From an optimization exercise on the open Yosys and OpenROAD flow, aimed at small area and a short achievable clock period; shortcuts taken in it are not production practice. In this exercise RTL edits were held to simulation tests only and were not proved equivalent to the original. Power figures rest on the tool's default switching activity, not on a simulated workload.

==> flow/design.v (excerpt) <==
module lane_symbol_path (
    input  wire        clk,
    input  wire        rst,            
    input  wire        rx_valid,       
    input  wire [19:0] rx_bits,
    input  wire        cdr_lock,       
    input  wire        comma_align,    
    input  wire        bitslip,        
    input  wire        decode_check,   
    output reg         tx_valid,       
    output reg  [19:0] tx_bits,        
    output reg  [1:0]  code_err,       
    output reg  [1:0]  disp_err,       
    output reg         sym_lock,       
    output reg  [3:0]  word_phase      
);
export LEC_CHECK = 0
export CAP_MARGIN = 20
export CORE_MARGIN = 2
export CORE_UTILIZATION = 40
export SLEW_MARGIN = 20
create_clock -name core_clock -period 34.0 [get_ports {clk}]
standard.sh (not shown) runs the stock make flow with config.mk's settings and CLKGATE_MAP_FILE= SYNTH_SCRIPT=/design/flow/synth_recipe.tcl, a recipe that flattens the netlist after the stock synthesis.
==> flow/flow/run.sh <==
#!/bin/bash
# Layout flow: the standard ORFS flow (standard.sh, all steps), with
#  - an area-oriented ABC mapping script for the synthesis's logic mapping
#    (abc_area_map.script; the registers are mapped as in the standard
#    synthesis, before ABC),
#  - plain buffers (buf_2) instead of delay buffers on the ports,
#  - a smaller clock tree: clkbuf_4 buffers, no dummy loads.
# The clock period and constraints are the standard flow's (constraint.sdc, config.mk).
# Each tool's output is in orfs/logs/; make's own output in orfs_flow.log.
set -euo pipefail
W=$(pwd)
rm -rf "$W/scripts_local"
cp -r "$FLOW_HOME/scripts" "$W/scripts_local"
cp "$W/flow/abc_area_map.script" "$W/scripts_local/abc_speed.script"
export SCRIPTS_DIR="$W/scripts_local"
export BUFFER_PORTS_ARGS="-buffer_cell sky130_fd_sc_hd__buf_2"
export CTS_ARGS="-sink_clustering_enable -repair_clock_nets -buf_list sky130_fd_sc_hd__clkbuf_4 -root_buf sky130_fd_sc_hd__clkbuf_4 -dont_use_dummy_load -sink_clustering_size 12 -sink_clustering_max_diameter 100"
bash standard.sh > "$W/orfs_flow.log" 2>&1
==> flow/flow/abc_area_map.script <==
strash
dc2
dch -f
amap
topo
buffer -c
dnsize -c
The starting point completed without violations.
Rerun with:
--- a/flow/flow/run.sh
+++ b/flow/flow/run.sh
@@ -6,3 +6,3 @@
 #  - plain buffers (buf_2) instead of delay buffers on the ports,
-#  - a smaller clock tree: clkbuf_4 buffers, no dummy loads.
+#  - a smaller clock tree: clkbuf_8 buffers, no dummy loads.
 # The clock period and constraints are the standard flow's (constraint.sdc, config.mk).
@@ -16,3 +16,3 @@
 export BUFFER_PORTS_ARGS="-buffer_cell sky130_fd_sc_hd__buf_2"
-export CTS_ARGS="-sink_clustering_enable -repair_clock_nets -buf_list sky130_fd_sc_hd__clkbuf_4 -root_buf sky130_fd_sc_hd__clkbuf_4 -dont_use_dummy_load -sink_clustering_size 12 -sink_clustering_max_diameter 100"
+export CTS_ARGS="-sink_clustering_enable -repair_clock_nets -buf_list sky130_fd_sc_hd__clkbuf_8 -root_buf sky130_fd_sc_hd__clkbuf_8 -dont_use_dummy_load -sink_clustering_size 20 -sink_clustering_max_diameter 100"
 bash standard.sh > "$W/orfs_flow.log" 2>&1
--- a/flow/config.mk
+++ b/flow/config.mk
@@ -9,3 +9,4 @@
 export CORE_MARGIN = 2
-export CORE_UTILIZATION = 40
+export CORE_UTILIZATION = 70
+export PLACE_DENSITY = 0.75
 export SLEW_MARGIN = 20
Result:
- The new run completed with no timing, DRC or antenna violations
- cell area came out lower by 0.72%
- maximum frequency rises by 0.41%
- setup slack gains 0.051 ns
- non-clock buffer count stays the same
- clock-buffer cell count is unchanged
- first-iteration DRC count is higher by 37%
- core utilization increases by 34 points
- via count rose by 6.6%
- worst hold slack gains 0.018 ns
Rerun with:
--- a/flow/config.mk
+++ b/flow/config.mk
@@ -9,4 +9,3 @@
 export CORE_MARGIN = 2
-export CORE_UTILIZATION = 70
-export PLACE_DENSITY = 0.75
+export CORE_UTILIZATION = 40
 export SLEW_MARGIN = 20
=> The new run completed with no timing, DRC or antenna violations. Routed wire length rose by 4.7%. First-iteration DRC count falls by 14%. Die area increases by 71%. Global-route usage went down by 15 points. Core utilization fell by 33 points. Hold slack degrades by 0.022 ns. Clock power is about the same. Final area climbs by 1.7%.
Rerun with:
==> flow/flow/run.sh (replaced) <==
#!/bin/bash
# Layout flow: the standard ORFS flow (standard.sh, all steps), with
#  - an area-oriented ABC mapping script for the synthesis's logic mapping
#    (the registers are mapped as in the standard synthesis, before ABC),
#  - plain buffers (buf_2) instead of delay buffers on the ports,
#  - an extra setup margin for the flow's repair_timing calls, so that the
#    repair works on the paths that set the achieved period.
# The clock period and constraints are the standard flow's (constraint.sdc, config.mk).
set -euo pipefail
W=$(pwd)
rm -rf "$W/scripts_local"
cp -r "$FLOW_HOME/scripts" "$W/scripts_local"
cp "$W/flow/abc_area_map.script" "$W/scripts_local/abc_speed.script"
export SCRIPTS_DIR="$W/scripts_local"
export BUFFER_PORTS_ARGS="-buffer_cell sky130_fd_sc_hd__buf_2"
if [[ -f "$W/flow/setup_margin" ]]; then
  export SETUP_SLACK_MARGIN=$(cat "$W/flow/setup_margin")
fi
bash standard.sh > "$W/orfs_flow.log" 2>&1
Effect:
- The new run passed the timing, design-rule and antenna checks
- via count goes up slightly
- power goes up by a quarter to a third
- combinational power hardly moves
- final area goes up by a few percent
- setup slack gains 0.011 ns

* * *

oak:
Another version of the RTL of lane_symbol_path (not shown whole).
Size: roughly 770 cells after synthesis, roughly 60 flip-flops, roughly 5200 µm² of cells after synthesis.
==> flow/design.v (excerpt) <==
module lane_symbol_path (
    input  wire        clk,
    input  wire        rst,            
    input  wire        rx_valid,       
    input  wire [19:0] rx_bits,
    input  wire        cdr_lock,       
    input  wire        comma_align,    
    input  wire        bitslip,        
    input  wire        decode_check,   
    output reg         tx_valid,       
    output reg  [19:0] tx_bits,        
    output reg  [1:0]  code_err,       
    output reg  [1:0]  disp_err,       
    output reg         sym_lock,       
    output reg  [3:0]  word_phase      
);
Settings: LEC_CHECK=0, CAP_MARGIN=20, CORE_MARGIN=2, CORE_UTILIZATION=40, SLEW_MARGIN=60; clock period 34.0 ns.
==> flow/flow/run.sh <==
#!/bin/bash
# Layout flow: the standard ORFS flow (standard.sh, all steps), with
#  - an area-oriented ABC mapping script for the synthesis's logic mapping
#    (abc_area_map.script; the registers are mapped as in the standard
#    synthesis, before ABC),
#  - plain buffers (buf_2) instead of delay buffers on the ports,
#  - a smaller clock tree: clkbuf_4 buffers, no dummy loads,
#  - a setup margin for the flow's repair_timing calls a little beyond the
#    slack the layout reaches without it, so that the repair upsizes the
#    weak drivers on the few paths that set the achieved period.
# The clock period and constraints are the standard flow's (constraint.sdc, config.mk).
# Each tool's output is in orfs/logs/; make's own output in orfs_flow.log.
set -euo pipefail
W=$(pwd)
rm -rf "$W/scripts_local"
cp -r "$FLOW_HOME/scripts" "$W/scripts_local"
cp "$W/flow/abc_area_map.script" "$W/scripts_local/abc_speed.script"
export SCRIPTS_DIR="$W/scripts_local"
export BUFFER_PORTS_ARGS="-buffer_cell sky130_fd_sc_hd__buf_1"
export CTS_ARGS="-sink_clustering_enable -repair_clock_nets -buf_list sky130_fd_sc_hd__clkbuf_4 -root_buf sky130_fd_sc_hd__clkbuf_4 -dont_use_dummy_load -sink_clustering_size 12 -sink_clustering_max_diameter 100"
export SETUP_SLACK_MARGIN=22.6
export TNS_END_PERCENT=0
bash standard.sh > "$W/orfs_flow.log" 2>&1
Scripts as last shown in full above: flow/flow/abc_area_map.script
oak was carried through to the last stage, and its layout satisfied the timing, design-rule and antenna checks.
Input-level comparison between pine and oak:
- swapping 60 for 20 in SLEW_MARGIN
diff --git a/flow/flow/run.sh b/flow/flow/run.sh
--- a/flow/flow/run.sh
+++ b/flow/flow/run.sh
@@ -7 +7 @@
-#  - a smaller clock tree: clkbuf_4 buffers, no dummy loads,
+#  - a smaller clock tree: clkbuf_8 buffers, no dummy loads,
@@ -19,3 +19,3 @@
-export BUFFER_PORTS_ARGS="-buffer_cell sky130_fd_sc_hd__buf_1"
-export CTS_ARGS="-sink_clustering_enable -repair_clock_nets -buf_list sky130_fd_sc_hd__clkbuf_4 -root_buf sky130_fd_sc_hd__clkbuf_4 -dont_use_dummy_load -sink_clustering_size 12 -sink_clustering_max_diameter 100"
-export SETUP_SLACK_MARGIN=22.6
+export BUFFER_PORTS_ARGS="-buffer_cell sky130_fd_sc_hd__buf_2"
+export CTS_ARGS="-sink_clustering_enable -repair_clock_nets -buf_list sky130_fd_sc_hd__clkbuf_8 -root_buf sky130_fd_sc_hd__clkbuf_8 -dont_use_dummy_load -sink_clustering_size 20 -sink_clustering_max_diameter 100"
+export SETUP_SLACK_MARGIN=22.4
Findings:
- Per the comparison of pine with oak, met1 track demand over resource has increased; post-layout total power has increased; fraction of the core area covered by cells at the end of the flow has increased.
### pine -> birch
- SLEW_MARGIN: 20 -> 50
diff --git a/flow/flow/run.sh b/flow/flow/run.sh
--- a/flow/flow/run.sh
+++ b/flow/flow/run.sh
@@ -7,4 +7 @@
-#  - a smaller clock tree: clkbuf_8 buffers, no dummy loads,
-#  - a setup margin for the flow's repair_timing calls a little beyond the
-#    slack the layout reaches without it, so that the repair upsizes the
-#    weak drivers on the few paths that set the achieved period.
+#  - a smaller clock tree: clkbuf_8 buffers, no dummy loads.
@@ -21,2 +17,0 @@
-export SETUP_SLACK_MARGIN=22.4
-export TNS_END_PERCENT=0
Results
birch vs pine, worst setup slack went down by 310 ps.
Maximum frequency: birch and pine compared, higher one is pine
The first-pass detailed-route iteration total number comes out lower for pine vs birch.
[compare] base=pine new=birch: first-iteration DRC count now sits higher, sequential power fell about 0.4%.
birch: full flow OK, the timing, design-rule and antenna checks passed
Wire length after detailed routing, birch vs pine: down by a few percent
Diff birch..pine | die area | unchanged
NOTE non-clock buffer count pine->birch decreased by a few percent
The required time of the critical path number comes out higher for pine vs birch.
Delta (birch minus pine): cell area after placement moved up; quantity of gates resized following cts decreased by 3 relative to the old numbers.

[separate check: timing with driven ports]
How much do the figures lean on ideal ports? The routed layouts below were timed once more, with nothing changed but the port constraints. Step 1 sets driving cells, clkbuf_16 on the clock port and buf_2 on the other inputs (assumed; they add their load-dependent delay and slew). Step 2 also shifts input and output timing later by t, the mid clock arrival at the registers, as if the neighbouring blocks saw the same clock. Three values: ideal ports, drivers, drivers and shift; two values: the first two.
run | t (ns) | setup slack, ns | clock arrival spread, ns
the first run of note 1 | 0.434 | 21.575 / 21.544 / 21.742 | 0.025 / 0.024
the second run of note 1 | 0.369 | 21.626 / 21.597 / 21.916 | 0.032 / 0.031
the third run of note 1 | 0.369 | 21.640 / 21.607 / 21.771 | 0.014 / 0.014
the fourth run of note 1 | 0.370 | 21.651 / 21.611 / 21.708 | 0.009 / 0.010
oak | 0.445 | 22.825 / 22.790 / 22.445 | 0.024 / 0.024
pine | 0.382 | 22.528 / 22.542 / 22.160 | 0.011 / 0.010
birch | 0.378 | 22.219 / 22.181 / 22.068 | 0.025 / 0.025
After both steps every run listed still meets setup and hold. For oak, which loses most, drivers alone change the setup slack by -0.035 ns; drivers and shift together by -0.380 ns.
